What follows belongs to an exercise in optimizing a design on an open flow for small area; a production flow would make more cautious choices. In this exercise RTL edits were held to simulation tests only and were not proved equivalent to the original.

==> flow/design.v (outline; a module is shown in full before it is edited, if it fits) <==
// module mxfp4_block_dot: 837 lines
module mxfp4_block_dot (
    input  wire         clk,
    input  wire         rst,
    input  wire         in_valid,
    input  wire         in_first,
    input  wire         in_last,
    input  wire [127:0] in_a,       
    input  wire [127:0] in_b,
    input  wire [7:0]   in_sa,      
    input  wire [7:0]   in_sb,      
    output reg          out_valid,
    output wire [31:0]  out_d
);
  // ...
==> flow/flow/run.sh <==
#!/bin/bash
# Own layout flow: the standard layout (standard.sh, ORFS), with three
# changes:
#  - synthesis skips Yosys's generic "abc -fast" pre-mapping inside synth
#    (SYNTH_ARGS=-noabc), so extract_fa sees the design's full adders as
#    written;
#  - ABC's technology mapping runs flow/area.abc (&dch + &nf with area
#    recovery) instead of abc_area.script; flow/my_synth.tcl is the standard flow's
#    synth_recipe.tcl with only that change;
#  - port buffers are the smallest buffer cell (sky130_fd_sc_hd__buf_1)
#    instead of the one buffer_ports picks by default.
# Everything else (floorplan, power grid, taps, placement, CTS, routing) is
# the standard flow. Each step's full log is under orfs/logs/; make's own
# output goes to flow.log.
set -euo pipefail
here=$(pwd)
bash standard.sh "SYNTH_SCRIPT=$here/flow/my_synth.tcl" "SYNTH_ARGS=-noabc" \
    "BUFFER_PORTS_ARGS=-buffer_cell sky130_fd_sc_hd__buf_1" finish > flow.log 2>&1
==> flow/flow/area.abc <==
strash
&get -n
&dch
&nf -R 1000
&put
topo
==> flow/flow/my_synth.tcl <==
# The standard flow's synthesis script (synth_recipe.tcl, in the work folder) unchanged,
# except that ABC's technology mapping runs flow/area.abc in place of the
# flow's abc_area.script.
set my_flow_dir [file dirname [file normalize [info script]]]
set my_abc_script [file join $my_flow_dir area.abc]
proc abc {args} {
  set i [lsearch -exact $args -script]
  if { $i >= 0 } {
    lset args [expr { $i + 1 }] $::my_abc_script
  }
  yosys abc {*}$args
}
source [file join [file dirname $my_flow_dir] synth_recipe.tcl]
==> flow/standard.sh <==
#!/bin/bash
# synth_recipe.tcl (not shown) runs the flow's synth.tcl, then flattens the netlist and writes it again
# the make line also repeats each setting of config.mk as NAME=value (left out here)
make -C /OpenROAD-flow-scripts/flow DESIGN_CONFIG=/design/flow/config.mk WORK_HOME=/design/flow/orfs CLKGATE_MAP_FILE= SYNTH_SCRIPT=/design/flow/synth_recipe.tcl "${@:-finish}"
==> flow/config.mk <==
export PLATFORM = sky130hd
export DESIGN_NAME = mxfp4_block_dot
export DESIGN_NICKNAME = mxfp4_block_dot
export VERILOG_FILES = /design/flow/design.v
export SDC_FILE = /design/flow/constraint.sdc
export NUM_CORES = 4
export LEC_CHECK = 0
export ABC_AREA = 1
export CAP_MARGIN = 10
export CORE_MARGIN = 2
export CORE_UTILIZATION = 55
export SLEW_MARGIN = 10
==> flow/constraint.sdc <==
create_clock -name core_clock -period 35.0 [get_ports {clk}]
set_input_delay 7.0000 -clock core_clock [delete_from_list [all_inputs] [get_ports {clk}]]
set_output_delay 7.0000 -clock core_clock [all_outputs]
set_load 0.01 [all_outputs]
==> flow_metrics.env, run 1 <==
export IMPL_critPathLaunch="s1_first"
export IMPL_timing_rr_start="s1_first"
export IMPL_largest_register_ffs=32
export IMPL_top_register="acc"
export IMPL_hpwl_mm=68.3
export IMPL_cts_sinks=60
export IMPL_reg2reg_to="acc[10]"
export IMPL_yosys_warnings=1
export IMPL_dp_cells=3778
export IMPL_synth_distinct_cells=51
export IMPL_synth_xor_area_share_pct=15.7
export IMPL_fin_crit_ns=33.33
export IMPL_worst_setup_path_start_kind="flop"
export IMPL_nFlopsAndLatches=60
export IMPL_place_congestion=1.01
export IMPL_ys_flop_type="dfxtp_1"
export IMPL_hold_end="out_valid"
export IMPL_multi_input_area_share_pct=83.9
export IMPL_multi_input_cells=2736
export IMPL_crit_cells=138
export IMPL_via_per_inst=6.19
export IMPL_drc=0
export IMPL_grt_pass1_vias=22693
export IMPL_largest_class="multi-input gates"
export IMPL_maxCapViolations=0
export IMPL_num_antenna_cells=9
export IMPL_worstSetupPathType="flop to flop"
export IMPL_antenna_found_initial=7
export IMPL_slowest_stage="or4b_1"
export IMPL_status="complete, no violations"
export IMPL_seq_area_frac_synth_pct=5.16
export IMPL_grt_busiest_layer="met2"
==> run 2: changes to the inputs <==
--- a/flow/design.v
+++ b/flow/design.v
@@ -6,42 +6,44 @@
     input  wire         in_last,
     input  wire [127:0] in_a,       
     input  wire [127:0] in_b,
     input  wire [7:0]   in_sa,      
     input  wire [7:0]   in_sb,      
     output reg          out_valid,
     output wire [31:0]  out_d
 );
-    function [7:0] pmag;
+    function [7:0] qsg;
         input [2:0] a;
         input [2:0] b;
-        reg na, nb, a0, a1, a2, b0, b1, b2, s0, s1, s2, s3, s4, m0, m1, m2, m3;
+        input       s;
+        reg         na, nb, a0, a1, a2, b0, b1, b2, m0;
+        reg   [4:0] sh;
+        reg   [3:0] M;
+        integer     c, k;
         begin
             na = a[2] | a[1];
             nb = b[2] | b[1];
             a0 = ~a[2];  a1 = a[2] & ~a[1];  a2 = a[2] & a[1];
             b0 = ~b[2];  b1 = b[2] & ~b[1];  b2 = b[2] & b[1];
-            s0 = a0 & b0;
-            s1 = (a0 & b1) | (a1 & b0);
-            s2 = (a0 & b2) | (a1 & b1) | (a2 & b0);
-            s3 = (a1 & b2) | (a2 & b1);
-            s4 = a2 & b2;
+            sh[0] = a0 & b0;
+            sh[1] = (a0 & b1) | (a1 & b0);
+            sh[2] = (a0 & b2) | (a1 & b1) | (a2 & b0);
+            sh[3] = (a1 & b2) | (a2 & b1);
+            sh[4] = a2 & b2;
             m0 = a[0] & b[0];
-            m1 = (na & b[0]) ^ (a[0] & nb);
-            m2 = na & nb & ~m0;
-            m3 = na & nb & m0;
-            pmag[0] = m0 & s0;
-            pmag[1] = (m1 & s0) | (m0 & s1);
-            pmag[2] = (m2 & s0) | (m1 & s1) | (m0 & s2);
-            pmag[3] = (m3 & s0) | (m2 & s1) | (m1 & s2) | (m0 & s3);
-            pmag[4] = (m3 & s1) | (m2 & s2) | (m1 & s3) | (m0 & s4);
-            pmag[5] = (m3 & s2) | (m2 & s3) | (m1 & s4);
-            pmag[6] = (m3 & s3) | (m2 & s4);
-            pmag[7] = m3 & s4;
+            M  = {na & nb & m0, na & nb & ~m0, (na & b[0]) ^ (a[0] & nb), m0} ^ {4{s}};
+            for (c = 0; c < 8; c = c + 1) begin
+                qsg[c] = 1'b0;
+                for (k = 0; k < 5; k = k + 1)
+                    if (c - k >= 0 && c - k <= 3)
+                        qsg[c] = qsg[c] | (sh[k] & M[c - k]);
+                    else
+                        qsg[c] = qsg[c] | (sh[k] & s);
+            end
         end
     endfunction
     function [32:0] rca;
         input [31:0] a;
         input [31:0] b;
         input        ci;
         reg          c;
         integer      j;
@@ -51,79 +53,79 @@
                 rca[j] = a[j] ^ b[j] ^ c;
                 c = (a[j] & b[j]) | (a[j] & c) | (b[j] & c);
             end
             rca[32] = c;
         end
     endfunction
     wire [31:0] sg;
     assign sg[0] = in_a[3] ^ in_b[3];
-    wire [7:0] q0 = pmag(in_a[2:0], in_b[2:0]) ^ {8{sg[0]}};
+    wire [7:0] q0 = qsg(in_a[2:0], in_b[2:0], sg[0]);
     assign sg[1] = in_a[7] ^ in_b[7];
-    wire [7:0] q1 = pmag(in_a[6:4], in_b[6:4]) ^ {8{sg[1]}};
+    wire [7:0] q1 = qsg(in_a[6:4], in_b[6:4], sg[1]);
     assign sg[2] = in_a[11] ^ in_b[11];
-    wire [7:0] q2 = pmag(in_a[10:8], in_b[10:8]) ^ {8{sg[2]}};
+    wire [7:0] q2 = qsg(in_a[10:8], in_b[10:8], sg[2]);
     assign sg[3] = in_a[15] ^ in_b[15];
-    wire [7:0] q3 = pmag(in_a[14:12], in_b[14:12]) ^ {8{sg[3]}};
+    wire [7:0] q3 = qsg(in_a[14:12], in_b[14:12], sg[3]);
     assign sg[4] = in_a[19] ^ in_b[19];
-    wire [7:0] q4 = pmag(in_a[18:16], in_b[18:16]) ^ {8{sg[4]}};
+    wire [7:0] q4 = qsg(in_a[18:16], in_b[18:16], sg[4]);
     assign sg[5] = in_a[23] ^ in_b[23];
-    wire [7:0] q5 = pmag(in_a[22:20], in_b[22:20]) ^ {8{sg[5]}};
+    wire [7:0] q5 = qsg(in_a[22:20], in_b[22:20], sg[5]);
     assign sg[6] = in_a[27] ^ in_b[27];
-    wire [7:0] q6 = pmag(in_a[26:24], in_b[26:24]) ^ {8{sg[6]}};
+    wire [7:0] q6 = qsg(in_a[26:24], in_b[26:24], sg[6]);
     assign sg[7] = in_a[31] ^ in_b[31];
-    wire [7:0] q7 = pmag(in_a[30:28], in_b[30:28]) ^ {8{sg[7]}};
+    wire [7:0] q7 = qsg(in_a[30:28], in_b[30:28], sg[7]);
     assign sg[8] = in_a[35] ^ in_b[35];
-    wire [7:0] q8 = pmag(in_a[34:32], in_b[34:32]) ^ {8{sg[8]}};
+    wire [7:0] q8 = qsg(in_a[34:32], in_b[34:32], sg[8]);
     assign sg[9] = in_a[39] ^ in_b[39];
-    wire [7:0] q9 = pmag(in_a[38:36], in_b[38:36]) ^ {8{sg[9]}};
+    wire [7:0] q9 = qsg(in_a[38:36], in_b[38:36], sg[9]);
     assign sg[10] = in_a[43] ^ in_b[43];
-    wire [7:0] q10 = pmag(in_a[42:40], in_b[42:40]) ^ {8{sg[10]}};
+    wire [7:0] q10 = qsg(in_a[42:40], in_b[42:40], sg[10]);
     assign sg[11] = in_a[47] ^ in_b[47];
-    wire [7:0] q11 = pmag(in_a[46:44], in_b[46:44]) ^ {8{sg[11]}};
+    wire [7:0] q11 = qsg(in_a[46:44], in_b[46:44], sg[11]);
     assign sg[12] = in_a[51] ^ in_b[51];
-    wire [7:0] q12 = pmag(in_a[50:48], in_b[50:48]) ^ {8{sg[12]}};
+    wire [7:0] q12 = qsg(in_a[50:48], in_b[50:48], sg[12]);
     assign sg[13] = in_a[55] ^ in_b[55];
-    wire [7:0] q13 = pmag(in_a[54:52], in_b[54:52]) ^ {8{sg[13]}};
+    wire [7:0] q13 = qsg(in_a[54:52], in_b[54:52], sg[13]);
     assign sg[14] = in_a[59] ^ in_b[59];
-    wire [7:0] q14 = pmag(in_a[58:56], in_b[58:56]) ^ {8{sg[14]}};
+    wire [7:0] q14 = qsg(in_a[58:56], in_b[58:56], sg[14]);
     assign sg[15] = in_a[63] ^ in_b[63];
-    wire [7:0] q15 = pmag(in_a[62:60], in_b[62:60]) ^ {8{sg[15]}};
+    wire [7:0] q15 = qsg(in_a[62:60], in_b[62:60], sg[15]);
     assign sg[16] = in_a[67] ^ in_b[67];
-    wire [7:0] q16 = pmag(in_a[66:64], in_b[66:64]) ^ {8{sg[16]}};
+    wire [7:0] q16 = qsg(in_a[66:64], in_b[66:64], sg[16]);
     assign sg[17] = in_a[71] ^ in_b[71];
-    wire [7:0] q17 = pmag(in_a[70:68], in_b[70:68]) ^ {8{sg[17]}};
+    wire [7:0] q17 = qsg(in_a[70:68], in_b[70:68], sg[17]);
     assign sg[18] = in_a[75] ^ in_b[75];
-    wire [7:0] q18 = pmag(in_a[74:72], in_b[74:72]) ^ {8{sg[18]}};
+    wire [7:0] q18 = qsg(in_a[74:72], in_b[74:72], sg[18]);
     assign sg[19] = in_a[79] ^ in_b[79];
-    wire [7:0] q19 = pmag(in_a[78:76], in_b[78:76]) ^ {8{sg[19]}};
+    wire [7:0] q19 = qsg(in_a[78:76], in_b[78:76], sg[19]);
     assign sg[20] = in_a[83] ^ in_b[83];
-    wire [7:0] q20 = pmag(in_a[82:80], in_b[82:80]) ^ {8{sg[20]}};
+    wire [7:0] q20 = qsg(in_a[82:80], in_b[82:80], sg[20]);
     assign sg[21] = in_a[87] ^ in_b[87];
-    wire [7:0] q21 = pmag(in_a[86:84], in_b[86:84]) ^ {8{sg[21]}};
+    wire [7:0] q21 = qsg(in_a[86:84], in_b[86:84], sg[21]);
     assign sg[22] = in_a[91] ^ in_b[91];
-    wire [7:0] q22 = pmag(in_a[90:88], in_b[90:88]) ^ {8{sg[22]}};
+    wire [7:0] q22 = qsg(in_a[90:88], in_b[90:88], sg[22]);
     assign sg[23] = in_a[95] ^ in_b[95];
-    wire [7:0] q23 = pmag(in_a[94:92], in_b[94:92]) ^ {8{sg[23]}};
+    wire [7:0] q23 = qsg(in_a[94:92], in_b[94:92], sg[23]);
     assign sg[24] = in_a[99] ^ in_b[99];
-    wire [7:0] q24 = pmag(in_a[98:96], in_b[98:96]) ^ {8{sg[24]}};
+    wire [7:0] q24 = qsg(in_a[98:96], in_b[98:96], sg[24]);
     assign sg[25] = in_a[103] ^ in_b[103];
-    wire [7:0] q25 = pmag(in_a[102:100], in_b[102:100]) ^ {8{sg[25]}};
+    wire [7:0] q25 = qsg(in_a[102:100], in_b[102:100], sg[25]);
     assign sg[26] = in_a[107] ^ in_b[107];
-    wire [7:0] q26 = pmag(in_a[106:104], in_b[106:104]) ^ {8{sg[26]}};
+    wire [7:0] q26 = qsg(in_a[106:104], in_b[106:104], sg[26]);
     assign sg[27] = in_a[111] ^ in_b[111];
-    wire [7:0] q27 = pmag(in_a[110:108], in_b[110:108]) ^ {8{sg[27]}};
+    wire [7:0] q27 = qsg(in_a[110:108], in_b[110:108], sg[27]);
     assign sg[28] = in_a[115] ^ in_b[115];
-    wire [7:0] q28 = pmag(in_a[114:112], in_b[114:112]) ^ {8{sg[28]}};
+    wire [7:0] q28 = qsg(in_a[114:112], in_b[114:112], sg[28]);
     assign sg[29] = in_a[119] ^ in_b[119];
-    wire [7:0] q29 = pmag(in_a[118:116], in_b[118:116]) ^ {8{sg[29]}};
+    wire [7:0] q29 = qsg(in_a[118:116], in_b[118:116], sg[29]);
     assign sg[30] = in_a[123] ^ in_b[123];
-    wire [7:0] q30 = pmag(in_a[122:120], in_b[122:120]) ^ {8{sg[30]}};
+    wire [7:0] q30 = qsg(in_a[122:120], in_b[122:120], sg[30]);
     assign sg[31] = in_a[127] ^ in_b[127];
-    wire [7:0] q31 = pmag(in_a[126:124], in_b[126:124]) ^ {8{sg[31]}};
+    wire [7:0] q31 = qsg(in_a[126:124], in_b[126:124], sg[31]);
     wire [13:0] blk_sum;
     wire ts1 = sg[0] ^ sg[1] ^ sg[2];
     wire tc2 = (sg[0] & sg[1]) | (sg[0] & sg[2]) | (sg[1] & sg[2]);
     wire ts3 = sg[3] ^ sg[4] ^ sg[5];
     wire tc4 = (sg[3] & sg[4]) | (sg[3] & sg[5]) | (sg[4] & sg[5]);
     wire ts5 = ts1 ^ ts3 ^ sg[6];
     wire tc6 = (ts1 & ts3) | (ts1 & sg[6]) | (ts3 & sg[6]);
     wire ts7 = sg[7] ^ sg[8] ^ sg[9];
@@ -781,25 +783,24 @@
     wire [32:0] d_r  = rca({24'd0, ta}, {{22{~tb[9]}}, ~tb}, 1'b0);
     wire [10:0] D    = d_r[10:0];
     wire        Dneg = D[10];
     wire        eq   = &D;
     wire [32:0] c_r  = rca({19'd0, MBn}, {19'd0, ~MA[23:11]}, 1'b0);
     wire        bgt  = c_r[13];                           
     wire        bigA = ~Dneg | (eq & ~bgt) | zeroB | a_inf;
     wire [10:0] shx  = D ^ {11{Dneg}};
-    wire        sat  = a_inf | (|shx[10:5]);
+    wire [4:0]  sh   = shx[4:0] | {5{a_inf | (|shx[10:5])}};
     wire [23:0] big  = bigA ? MA : {MBn, 11'd0};
     wire [26:0] sm0  = ~bigA ? {MA, 3'd0} : Dneg ? {MBn, 14'd0} : {1'b0, MBn, 13'd0};
-    wire [26:0] sm1 = shx[0] ? {1'd0,  sm0[26:2],  |sm0[1:0]}  : sm0;
-    wire [26:0] sm2 = shx[1] ? {2'd0,  sm1[26:3],  |sm1[2:0]}  : sm1;
-    wire [26:0] sm3 = shx[2] ? {4'd0,  sm2[26:5],  |sm2[4:0]}  : sm2;
-    wire [26:0] sm4 = shx[3] ? {8'd0,  sm3[26:9],  |sm3[8:0]}  : sm3;
-    wire [26:0] sm5 = shx[4] ? {16'd0, sm4[26:17], |sm4[16:0]} : sm4;
-    wire [26:0] sal = sat ? {26'd0, |sm0} : sm5;
+    wire [26:0] sm1 = sh[0] ? {1'd0,  sm0[26:2],  |sm0[1:0]}  : sm0;
+    wire [26:0] sm2 = sh[1] ? {2'd0,  sm1[26:3],  |sm1[2:0]}  : sm1;
+    wire [26:0] sm3 = sh[2] ? {4'd0,  sm2[26:5],  |sm2[4:0]}  : sm2;
+    wire [26:0] sm4 = sh[3] ? {8'd0,  sm3[26:9],  |sm3[8:0]}  : sm3;
+    wire [26:0] sal = sh[4] ? {16'd0, sm4[26:17], |sm4[16:0]} : sm4;
     wire        sub  = sA ^ sB;
     wire        sbig = bigA ? sA : sB;
     wire [32:0] r_r  = rca({5'd0, big, 3'd0}, {4'd0, {1'b0, sal} ^ {28{sub}}}, sub);
     wire        neg  = sub & r_r[27];
     wire [27:0] V    = r_r[27:0] ^ {28{neg}};
     reg  [4:0]  L0;
     always @(*) begin
         L0 = 5'd28;
==> run 2 against run 1 <==
  * Still clean
  * Global-route usage grew 0.27 points
  * Wire length fell by 0.44%
  * Register-to-register slack better by 0.13 ns
  * Sequential cell count unchanged
  * Cell count is 1.3% higher
  * Critical path depth up 2
  * Setup slack better by 0.13 ns
  * Utilization shrank 0.46 points
  * Clock-buffer cell count is 1 lower
  * Critical path type unchanged
  * Largest cell class unchanged
  * Highest routed layer is now met4
==> flow_metrics.env, run 2 <==
export IMPL_reg2reg_setup_slack_ns=1.80
export IMPL_synthTopCellsByCount="nand2_1, fa_1, o21ai_0"
export IMPL_ys_flop_type="dfxtp_1"
export IMPL_seq_area_frac_synth_pct=5.27
export IMPL_synth_top_family_by_area="adder cells"
export IMPL_hold_viol=0
export IMPL_worst_setup_path_start_kind="flop"
export IMPL_synthArstFlopShare_pct=0
export IMPL_setup_viol=0
export IMPL_num_vias=24613
export IMPL_insertion_delay_ns=0.35
export IMPL_yosys_area_share_simple_pct=25.7
export IMPL_syn_nets=3678
export IMPL_crit_top_cell="ha_1"
export IMPL_synth_xor_area_share_pct=6.68
export IMPL_critPathRequiredTime_ns=35.28
export IMPL_cts_tree="yes"
export IMPL_critPathMaxFanout=88
export IMPL_areaGrowthSynthToFinish_pct=10.9
export IMPL_initial_core_util_pct=55.8
export IMPL_die_area_mm2=0.0431
export IMPL_synth_edf_count=0
export IMPL_crit_arrival_ns=33.48
export IMPL_grt_pass1_vias=22681
export IMPL_via_per_inst=6.37
export IMPL_maxCapViolations=0
export IMPL_drt_total_wl_mm=77.8
export IMPL_cts_buffers=9
export IMPL_postSynthCellCount=2967
export IMPL_synth_area_leader_cell="fa_1"
export IMPL_antenna_left=0
export IMPL_core_area_mm2=0.0408
export IMPL_dr_pass1_iters=11
export IMPL_endpoint_kind="flop"
export IMPL_drc=0
export IMPL_synthMuxAreaShare_pct=3.51
export IMPL_setup_tns_final_ns=0
export IMPL_place_congestion=1.02
export IMPL_status="complete, no violations"
export IMPL_io_buffers=309
export IMPL_worst_slew_margin_rel_pct=20.1
export IMPL_fin_crit_ns=33.20
export IMPL_synth_ff_latch_count=60
export IMPL_top_register="acc"
export IMPL_slowest_stage="dfxtp_2"
export IMPL_drive_above_1_share_pct=1.92
export IMPL_critPathTopFamily="adder cells"
export IMPL_clock_skew_ns=0.00860
export IMPL_period_share_pct=94.9
export IMPL_wire_per_inst_um=20.2
export IMPL_tightestPinTransition_ns=1.20
export IMPL_yosysMostFrequentCell="nand2_1"
export IMPL_synth_distinct_cells=47
export IMPL_finalInstanceArea_mm2=0.0253
export IMPL_die_w_um=208
export IMPL_final_net_count=4031
export IMPL_grt_max_degree=89
export IMPL_synth_compound_area_share_pct=23.3
export IMPL_path_clk_slew_ns=0.06
export IMPL_worstSetupPathType="flop to flop"
export IMPL_antenna_found_initial=4
export IMPL_synth_area_mm2=0.0228
export IMPL_grt_ovfl_total=0
export IMPL_synth_area_leaders="fa_1, nand2_1, o21ai_0"
export IMPL_largest_register_ffs=32
export IMPL_grtUsageTotal_pct=35.3
export IMPL_cts_sinks=60
export IMPL_placed_cell_area_mm2=0.0249
export IMPL_grt_first_pass_wirelength_mm=121
export IMPL_cts_root_buf="clkbuf_16"
export IMPL_hold_path_class="flop to flop"
export IMPL_synth_fa_ha_area_share_pct=34.5
export IMPL_cp_num_buf_inv=10
export IMPL_layout_commonest_cell="nand2_1"
export IMPL_critPathMaxStageDelay_ns=0.52
export IMPL_cts_path_max_buffers=2
export IMPL_yosysTopAreaCellShare_pct=28.6
export IMPL_ioPinCount=310
export IMPL_syn_avg_cell_area_um2=7.68
export IMPL_htreeDepth=3
export IMPL_mostFrequentLayoutCells="nand2_1, fa_1, buf_1, o21ai_0, nor2_1"
export IMPL_drt_iter0_markers=3048
export IMPL_rows=74
export IMPL_drv_slew=0
export IMPL_die_height_um=208
export IMPL_hpwl_mm=67.1
export IMPL_top_regs="acc: 32 flops, MBf: 12 flops, tb: 10 flops"
export IMPL_max_freq_mhz=30.1
export IMPL_yosys_warnings=1
==> run 2: cell types whose count changed after synthesis, moves of 56 or more <==
cell	before	now
nand2_1	434	651
a222oi_1	0	96
a221oi_1	64	8
xor2_1	232	76
nor3_1	89	14
nand3_1	51	200
xnor2_1	184	98
==> run 2: layout make-up <==
type                       count  area (µm²)
multi-input combinational   2845       21400
timing repair buffer         341        1420
inverter                      63         240
fill                        3787       15500
antenna                        4        10.0
tap                          532         666
clock inverter                 6        70.1
sequential                    60        1200
clock buffer                  10         239
==> run 2: path summary, 6_finish.rpt <==
| path | from | to | cells past startpoint |
|---|---|---|---|
| setup / recovery | s1_first | acc[8] | 140 |
| hold / removal | s1_lastv | out_valid | 1 |
| setup reg to reg | s1_first | acc[8] | 140 |
| hold reg to reg | s1_lastv | out_valid | 1 |
==> run 2: per-stage QoR <==
stage	hold WS (ns)	worst slack, ns	instances	util, %
final	0.444	1.80	3861	61.9
after floorplan	0.414	0.276	2967	-
after detailed placement	0.429	0.756	3836	61.0
after global routing	0.473	-0.00187	3861	61.9
after CTS	0.448	0.717	3852	61.7
after global placement	0.423	1.70	3836	61.0
==> run 2: kinds of logic after synthesis <==
group | count (synthesis)
xor gates and xnor gates | 174
AOI/OAI and AO/OA | 819
adders and majority gates | 434
muxes | 78
buffers and inverters | 63
and+or+nand+nor | 1339
DFF | 60
==> run 2: metal layers <==
layer	share of wire, %	vias to the layer above	global-route usage [%]
li1	-	11565	-
met1	41	11604	47.4
met2	46	1261	57.9
met3	7.9	183	4.30
met4	5.0	0	14.7
met5	0	-	0
==> run 2: timing repair <==
| item | in CTS | in global routing |
|---|---|---|
| hold buffers | 0 | 0 |
| setup endpoints to repair | 0 | 31 |
| buffers inserted | 0 | 4 |
| gates resized for setup | 0 | 10 |

## separate check: timing with driven ports
The flow's constraints put no driver on any port. The routed layouts listed below were extracted and timed again, unchanged, in two steps. Step 1, drivers: a clkbuf_16 drives clk and a buf_2 each remaining input, both assumed. Step 2 moves the port delays by t, midway between the first and last clock arrival at a register: inputs arrive t later, outputs are due t later. That takes back most of the time a late clock gives input paths. a / b / c = ideal / step 1 / step 2; a / b = the first two.
run | t (ns) | slack for setup (ns) | hold WS [ns] | worst setup path at the end | slew at the worst register clock pin (ns)
run 1 | 0.393 | 1.675 / 1.674 / 1.674 | 0.460 / 0.460 / 0.460 | register to register | 0.05 / 0.05
run 2 | 0.388 | 1.800 / 1.800 / 1.800 | 0.444 / 0.444 / 0.444 | register to register | 0.06 / 0.06
After both steps every run listed still meets setup and hold. For run 1, which loses most, drivers alone change the setup slack by -0.001 ns; drivers and shift together by -0.001 ns.
